Background: an optimization exercise with open tools, aiming at small area, a short achievable clock period and few clock cycles per item. Do not read the settings as production practice. The RTL was checked by simulation tests, not by an equivalence proof against the original design.

Design sha2_core, start of the top module:
module sha2_core (
    input  wire         clk,
    input  wire         rst,       
    input  wire         open,      
    input  wire [1:0]   alg,       
    input  wire         wvalid,    
    input  wire [63:0]  wdata,
    input  wire         wlast,     
    input  wire [3:0]   wcnt,      
    output wire         ready,
    output reg          done,      
    output wire [511:0] digest
);
    function automatic [31:0] rotr32(input [31:0] x, input integer n);
        rotr32 = (x >> n) | (x << (32 - n));
    endfunction
    function automatic [63:0] rotr64(input [63:0] x, input integer n);
        rotr64 = (x >> n) | (x << (64 - n));
    endfunction
    function automatic [63:0] bsig0(input w64, input [63:0] x);
        reg [63:0] f64;
        reg [31:0] f32;
        begin
            f64 = rotr64(x, 28) ^ rotr64(x, 34) ^ rotr64(x, 39);
            f32 = rotr32(x[31:0], 2) ^ rotr32(x[31:0], 13) ^ rotr32(x[31:0], 22);
            bsig0 = {f64[63:32], w64 ? f64[31:0] : f32};
        end
    endfunction
    function automatic [63:0] bsig1(input w64, input [63:0] x);
        reg [63:0] f64;
        reg [31:0] f32;
        begin
            f64 = rotr64(x, 14) ^ rotr64(x, 18) ^ rotr64(x, 41);
            f32 = rotr32(x[31:0], 6) ^ rotr32(x[31:0], 11) ^ rotr32(x[31:0], 25);
            bsig1 = {f64[63:32], w64 ? f64[31:0] : f32};
        end
    endfunction
    function automatic [63:0] ssig0(input w64, input [63:0] x);
        reg [63:0] f64;
        reg [31:0] f32;
        begin
            f64 = rotr64(x, 1) ^ rotr64(x, 8) ^ (x >> 7);
            f32 = rotr32(x[31:0], 7) ^ rotr32(x[31:0], 18) ^ (x[31:0] >> 3);
            ssig0 = {f64[63:32], w64 ? f64[31:0] : f32};
        end
    endfunction
    function automatic [63:0] ssig1(input w64, input [63:0] x);
        reg [63:0] f64;
  ...
Size in the first run: ~11000 cells after synthesis, roughly 590 I/O pins, ~130000 um^2 of cells after synthesis.
Settings: LEC_CHECK=0, CAP_MARGIN=20, CORE_MARGIN=2, CORE_UTILIZATION=40, SETUP_SLACK_MARGIN=5, SLEW_MARGIN=20, SYNTH_MEMORY_MAX_BITS=16384, TNS_END_PERCENT=100; clock period 12.0 ns.
standard.sh (not shown) runs the stock make flow with config.mk's settings and CLKGATE_MAP_FILE= SYNTH_SCRIPT=/design/flow/synth_recipe.tcl, a recipe that flattens the netlist after the stock synthesis.
==> flow/flow/run.sh <==
#!/bin/bash
set -e
sed 's/SETUP_SLACK_MARGIN=[-0-9.]*/SETUP_SLACK_MARGIN=7/' standard.sh > standard_m7.sh
grep -q 'SETUP_SLACK_MARGIN=7' standard_m7.sh
bash standard_m7.sh > standard.log 2>&1
Testbench counts at the start, summed over its fixed seeds: cycles 33,576, bytes 33,059.
Next try:
==> flow/run.sh (new file) <==
#!/bin/bash
# synth_recipe.tcl (not shown) runs the flow's synth.tcl, then flattens the netlist and writes it again
# the make line also repeats each setting of config.mk as NAME=value (left out here)
make -C /OpenROAD-flow-scripts/flow DESIGN_CONFIG=/design/flow/config.mk WORK_HOME=/design/flow/orfs CLKGATE_MAP_FILE= SYNTH_SCRIPT=/design/flow/synth_recipe.tcl finish
removed: flow/flow/run.sh
removed: flow/standard.sh
=> Setup slack degrades by 0.59 ns. Worst hold slack improves by 0.0096 ns. Clock skew goes down by 0.053 ns. First-iteration DRC count goes down by about 13%. Fmax goes down by about 8%. Core utilization goes down by 4.4 points. Wire length goes down by 6.4%.


Setup of run A:
sha2_core, a different RTL version from the one above (not shown whole).
Size: ~2200 flip-flops, about 130000 sq um of cells after synthesis.
make LEC_CHECK=0 CAP_MARGIN=20 CORE_MARGIN=2 CORE_UTILIZATION=55 CTS_BUF_LIST=sky130_fd_sc_hd__clkbuf_8 SETUP_SLACK_MARGIN=5 SLEW_MARGIN=20 SYNTH_MEMORY_MAX_BITS=16384 TNS_END_PERCENT=100 finish   # period 12.0 ns
run.sh (not shown) runs the stock make flow with config.mk's settings and CLKGATE_MAP_FILE= SYNTH_SCRIPT=/design/flow/synth_recipe.tcl, a recipe that flattens the netlist after the stock synthesis.
Stock flow here: none of the scripts above is used.
Testbench counts of run A, summed over its fixed seeds: cycles 33,163, bytes 33,059.
Input changes introduced in run B (baseline for comparison: run A):
Settings: clearing CTS_BUF_LIST, which used to be sky130_fd_sc_hd__clkbuf_8; swapping 55 for 40 in CORE_UTILIZATION.
- Against run A, cell area in run B rose by a few percent.
- The final setup violation count on run B is in line with that on run A.
- Comparing run A and run B, first-iteration DRC count is higher on run A.
- As far as final-report max-slew violation count goes, run A and run B are indistinguishable; the numbers are identical.
- Minimum period implied by the final worst setup slack ends up lower on run A.
- On area growth from synthesis to final layout: run B sits above run A.
- Summary of the comparison: floorplan die width is higher in run B, relative to run A.
- Register-to-register slack on run B is behind run A.
- Share of the final layout cell area in sequential cells was lower in run B than in run A.
> inputs changed (run B -> run C)
Settings: CTS_BUF_LIST newly set to sky130_fd_sc_hd__clkbuf_8.
--- outcome ---
- Global-route usage delta (run B -> run C): insignificant
- Between run C and run B, final critical path time including I/O delays and setup is higher for run B, run C comes in under that.
- Of run C and run B, the run reporting the higher clock buffer count in the final layout was run C.
- In run C, the number of buffers inserted to repair setup after CTS came out 2 above the value in run B.

-- port drivers added, routing unchanged --
The flow's constraints put no driver on any port. The routed layouts listed below were extracted and timed again, unchanged, in two steps. Step 1, drivers: a clkbuf_16 drives clk and a buf_2 each remaining input, both assumed. Step 2 moves the port delays by t, midway between the first and last clock arrival at a register: inputs arrive t later, outputs are due t later. That takes back most of the time a late clock gives input paths. Slacks: no drivers / after step 1 / after step 2; pairs: no drivers / after step 1.
run | t, ns | slack for setup (ns) | clock arrival spread, ns | pins driven straight from the clock port
the first run of note 1 | 1.036 | 5.629 / 5.629 / 5.629 | 0.097 / 0.098 | 1
the second run of note 1 | 1.012 | 5.044 / 5.044 / 5.044 | 0.037 / 0.037 | 1
run A | 1.191 | 5.139 / 5.053 / 5.148 | 0.154 / 0.154 | 1
run B | 0.994 | 4.962 / 4.962 / 4.962 | 0.050 / 0.050 | 1
run C | 1.232 | 5.002 / 5.002 / 5.002 | 0.112 / 0.112 | 1
After both steps every run listed still meets setup and hold.
